Context: an optimization exercise on an open-source flow, tuned for small area, a short achievable clock period and few clock cycles per item. The choices shown serve that exercise and are no tape-out recipe. Only simulation tests tie the RTL to the original design; equivalence was not proved. Power is estimated from default activity; no workload was simulated.

==> 11-17: inputs <==
==> flow/design.v (excerpt) <==
module t4_block_enc (
    input  wire         clk,
    input  wire         rst,           
    input  wire         in_valid,
    output wire         in_ready,
    input  wire [63:0]  in_data,       
    input  wire         in_sat,        
    output wire         out_valid,
    input  wire         out_ready,
    output wire [15:0]  out_header,    
    output wire [127:0] out_codes,     
    output wire         out_flush,     
    output wire [5:0]   out_clipped    
);
    function [5:0] ceilf;
        input [5:0] p;
        input [4:0] m;
        input       st;
        input [5:0] k;
        reg signed [7:0] sh;
        reg [4:0] mq;
        reg       rnz;
        begin
            sh = $signed({2'b00, k}) + 8'sd4 - $signed({2'b00, p});
            if (sh < 0) begin
                ceilf = 6'd63;
            end else if (sh >= 5) begin
                ceilf = {5'd0, (|m) | st};
            end else begin
                mq  = m >> sh[2:0];
                rnz = st | (|(m & ~(5'h1f << sh[2:0])));
                ceilf = {1'b0, mq} + {5'd0, rnz};
            end
        end
    endfunction
    function [5:0] ceils;
        input [4:0] m;
        input       st;
        input [2:0] sh;
        begin
            if (sh >= 3'd5) ceils = {5'd0, (|m) | st};
            else ceils = {1'b0, m >> sh} + {5'd0, st | (|(m & ~(5'h1f << sh)))};
        end
    endfunction
    function [6:0] magf;
        input [10:0] ent;     
        input [5:0]  km1;     
        reg signed [7:0] t;
        reg [4:0] w;
        begin
            t = $signed({2'b00, ent[9:4]}) - $signed({2'b00, km1});
            if (t < 0) w = 5'd0;
  ...
clock: 14.0 ns
lec_check: 0
cap_margin: 20
core_margin: 2
core_utilization: 40
place_density: 0.6
slew_margin: 20
run.sh (not shown) runs the stock make flow with config.mk's settings and CLKGATE_MAP_FILE= SYNTH_SCRIPT=/design/flow/synth_recipe.tcl, a recipe that flattens the netlist after the stock synthesis.
==> inputs of 06-26, as changes to 11-17 <==
--- a/flow/design.v
+++ b/flow/design.v
@@ -111,73 +111,68 @@
     always @(posedge clk) begin
         x0  <= in_data;
         s0  <= in_sat;
         f0  <= (cnt == 5'd0);
         l0  <= (cnt == 5'd31);
         bg0 <= big_acc | x_big;
         v0  <= take & ~rst;
     end
-    reg  [64:0] V;               
+    reg  [65:0] V;               
     reg  [69:0] L;               
     reg  [2:0]  dstep;           
     reg  [4:0]  dq;              
     reg         smark;
     reg         blk_smark;
     reg         blk_big;
     wire        neg0 = x0[63];
+    wire        gtV  = $signed(x0) > $signed({1'b0, V[62:0]});
+    wire        ltL  = $signed(x0) < $signed(L[63:0]);
     wire [2:0]  dstep_n = rst ? 3'd0 :
                           (dstep != 3'd0) ? ((dstep == 3'd7) ? 3'd0 : dstep + 3'd1) :
                           (v0 & l0 & bg0) ? 3'd1 : 3'd0;
-    reg         s_pos, s_neg, s_d1, s_d2, s_dn;
+    reg         s_d1, s_d2, s_dn;
     always @(posedge clk) begin
-        s_pos <= (dstep_n == 3'd0) & ~in_data[63];
-        s_neg <= (dstep_n == 3'd0) &  in_data[63];
         s_d1  <= (dstep_n == 3'd1);
         s_d2  <= (dstep_n == 3'd2);
         s_dn  <= (dstep_n >= 3'd3);
     end
-    wire [69:0] opA = ({70{s_neg | s_d2 | s_dn}} & L) |
-                      ({70{s_pos | s_d1}} & {5'd0, V});
-    wire [69:0] opB = ({70{s_pos | s_neg}} & ~{{6{x0[63]}}, x0}) |
-                      ({70{s_d1}} & ~L) |                     
-                      ({70{s_d2}} & ~{L[65:0], 4'd0}) |       
-                      ({70{s_dn}} & ~{2'b00, V, 3'd0});       
-    wire        cin = ~s_neg;
+    wire [69:0] Vx  = {{4{V[65]}}, V};
+    wire [69:0] opA = L;
+    wire [69:0] opB = s_d1 ? ~Vx : (s_d2 ? ~{L[65:0], 4'd0} : {Vx[66:0], 3'd0});
+    wire        cin = ~s_dn;
     reg  [69:0] pg_g, pg_p, dsum;
     integer     lv, bi;
     always @* begin
         pg_g = opA & opB;
         pg_p = opA ^ opB;
         pg_g[0] = pg_g[0] | (pg_p[0] & cin);
         for (lv = 0; lv < 7; lv = lv + 1)
             for (bi = 69; bi >= 0; bi = bi - 1)
                 if (bi[lv]) begin
                     pg_g[bi] = pg_g[bi] | (pg_p[bi] & pg_g[((bi >> lv) << lv) - 1]);
                     pg_p[bi] = pg_p[bi] & pg_p[((bi >> lv) << lv) - 1];
                 end
         dsum = (opA ^ opB) ^ {pg_g[68:0], cin};
     end
-    wire        gtV  = s_pos &  dsum[69];
-    wire        ltL  = s_neg & ~dsum[69];
     always @(posedge clk) begin
         dstep <= dstep_n;
-        if (s_d1) V <= dsum[64:0];
+        if (s_d1) V <= dsum[65:0];
         if (s_d2) L <= dsum;
         if (s_dn) begin
             if (!dsum[69]) L <= {dsum[68:0], 1'b0};
             else           L <= {L[68:0], 1'b0};
             dq <= {dq[3:0], ~dsum[69]};
         end
         if (v0 && dstep == 3'd0) begin
             if (f0) begin
-                V <= neg0 ? 65'd0 : {2'b00, x0[62:0]};
+                V <= neg0 ? 66'd0 : {3'b000, x0[62:0]};
                 L <= neg0 ? {{6{1'b1}}, x0} : 70'd0;
             end else begin
-                if (gtV) V <= {2'b00, x0[62:0]};
+                if (gtV) V <= {3'b000, x0[62:0]};
                 if (ltL) L <= {{6{x0[63]}}, x0};
             end
         end
         if (v0) begin
             smark <= f0 ? s0 : (smark | s0);
             if (l0) begin
                 blk_smark <= f0 ? s0 : (smark | s0);
                 blk_big   <= bg0;
@@ -192,18 +187,22 @@
     reg  [20:0] nb;              
     reg         nbo, nba;        
     reg  [1:0]  nbz;
     reg         ndn;             
     reg  [5:0]  nlo;             
     reg         neg1, v1, f1, l1;
     always @(posedge clk) begin
         nb   <= na2[62:42];
-        nbo  <= |na2[41:0];
-        nba  <= &na2[41:0];
+        case ({nz32, nz16})
+        2'b00: begin nbo <= |ya[41:0]; nba <= &ya[41:0]; end
+        2'b01: begin nbo <= |ya[25:0]; nba <= &ya[25:0]; end
+        2'b10: begin nbo <= |ya[9:0];  nba <= &ya[9:0];  end
+        default: begin nbo <= 1'b0;    nba <= 1'b1;      end
+        endcase
         nbz  <= {nz32, nz16};
         ndn  <= ~|ya[62:5];
         nlo  <= {1'b0, ya[4:0]} + {5'd0, neg0};
         neg1 <= neg0;
         f1   <= f0;
         l1   <= l0;
         v1   <= v0 & ~rst;
     end
@@ -247,28 +246,30 @@
         m2   <= fm5;
         st2  <= fst;
         neg2 <= neg1;
         f2   <= f1;
         l2   <= l1;
         v2   <= v1 & ~rst;
     end
     reg  [11:0] FP, FN;          
+    reg  [5:0]  PM;              
     wire [11:0] fcur = {p2, m2, st2};
     wire [11:0] fzero = {6'd4, 5'd0, 1'b0};
     reg         lk1;
     always @(posedge clk) begin
         if (v2) begin
             if (f2) begin
                 FP <= neg2 ? fzero : fcur;
                 FN <= neg2 ? fcur : fzero;
             end else begin
                 if (!neg2 && fcur > FP) FP <= fcur;
                 if ( neg2 && fcur > FN) FN <= fcur;
             end
+            if (f2 || p2 > PM) PM <= p2;
         end
         lk1 <= v2 & l2 & ~rst;
     end
     wire [10:0] ent2 = {neg2, (p2 >= 6'd8) ? p2 : 6'd0, m2[3:0]};
     reg  [10:0] ed1, ed2, ed3, ed4;
     reg         vd1, vd2, vd3, vd4;
     reg  [4:0]  wcnt;
     reg  [10:0] bufm [0:31];
@@ -283,21 +284,21 @@
         vd4 <= vd3 & ~rst;
         if (rst) wcnt <= 5'd0;
         else if (vd4) wcnt <= wcnt + 5'd1;
         if (vd4) bufm[wcnt] <= ed4;
     end
     wire [5:0]  pP = FP[11:6], pN = FN[11:6];
     wire [4:0]  mP = FP[5:1],  mN = FN[5:1];
     wire        sP = FP[0],    sN = FN[0];
-    wire [5:0]  pm = (pP > pN) ? pP : pN;
+    wire [5:0]  pm = PM;
     wire        smallk = (pm <= 6'd12);
     wire [5:0]  kb = smallk ? 6'd8 : (pm - 6'd3);
-    wire [6:0]  shPw = {1'b0, kb} + 7'd4 - {1'b0, pP};
-    wire [6:0]  shNw = {1'b0, kb} + 7'd4 - {1'b0, pN};
+    wire [6:0]  shPw = smallk ? (7'd12 - {1'b0, pP}) : ({1'b0, pm} + 7'd1 - {1'b0, pP});
+    wire [6:0]  shNw = smallk ? (7'd12 - {1'b0, pN}) : ({1'b0, pm} + 7'd1 - {1'b0, pN});
     reg  [2:0]  shPa, shNa;
     reg  [4:0]  mPa, mNa;
     reg         sPa, sNa;
     reg  [5:0]  kba;
     reg         smalla, zblka, allza, lk1b;
     always @(posedge clk) begin
         shPa   <= (shPw >= 7'd5) ? 3'd5 : shPw[2:0];
         shNa   <= (shNw >= 7'd5) ? 3'd5 : shNw[2:0];
==> flow/config.mk (replaced) <==
export PLATFORM = sky130hd
export DESIGN_NAME = t4_block_enc
export DESIGN_NICKNAME = t4_block_enc
export VERILOG_FILES = /design/flow/design.v
export SDC_FILE = /design/flow/constraint.sdc
export NUM_CORES = 4
export LEC_CHECK = 0
export CAP_MARGIN = 85
export CORE_MARGIN = 2
export CORE_UTILIZATION = 40
export PLACE_DENSITY = 0.6
export SLEW_MARGIN = 85
==> summary of the runs <==
- In 06-26 the power is larger than in 11-17, by about 30%.
- Against 06-26, the register-to-register slack of 11-17 is higher by 3.7 ns.
- Between 06-26 and 11-17, the lower wire length is in 11-17 (gap about 0.7%, measured against 11-17).
- Between 06-26 and 11-17, the lower clock power is in 06-26 (gap about 2%, measured against 11-17).
- In 06-26 the sequential share of layout area is lower than in 11-17, by 6.3 points.
- Global-route usage: 06-26 is lower than 11-17 (0.57 points).
==> figures <==
metric                                                                   11-17                    06-26
Run status                                             complete, no violations  complete, no violations
Total power after layout                                               8.49 mW                  11.1 mW
Layout sequential cell count                                              1008                     1013
Num CTS Buffers                                                            109                      110
Initial antenna violation count                                              1                        4
Post-Place Worst Slack                                                 6.60 ns                  6.14 ns
Detailed-router iteration count before antenna repair                        8                        5
FF-to-FF Start                                                            s_d1                   nb[13]
Adder-cell area share of the yosys netlist                               8.86%                    11.6%
Reg clk slew, reported paths                                           0.07 ns                  0.06 ns
Slowest CP cell                                                        o31ai_4          clkdlybuf4s50_1
Amount of wire on met3 after detailed routing                         15000 um                 10700 um
GR Layer Usage met3                                                      4.29%                    4.06%
CP Data Required Time                                                 14.58 ns                 14.61 ns
Testbench counts of 11-17, summed over its fixed seeds: cycles 17,448, items 512.
Testbench counts of 06-26, summed over its fixed seeds: cycles 17,448, items 512.

[static timing again, ports no longer ideal]
In the flow no input, the clock included, has a driving cell. The finished layouts below were timed again as built, in two steps. Step 1 assumes that a clkbuf_16 drives the clock port and a buf_2 every other input. Step 2, shift: input delay + t, output delay - t, t = (earliest + latest rising clock arrival at the registers) / 2. This alone moves slack from input paths to output paths. a / b / c = no drivers / after step 1 / after step 2; a / b = the first two.
| run | t (ns) | setup WS [ns] | latest minus earliest clock arrival (ns) | worst register clock-pin slew, ns |
|---|---|---|---|---|
| 11-17 | 0.784 | 6.275 / 6.275 / 6.275 | 0.047 / 0.047 | 0.07 / 0.07 |
| 06-26 | 0.781 | 2.528 / 2.528 / 2.528 | 0.083 / 0.083 | 0.07 / 0.07 |
After both steps every run listed still meets setup and hold.
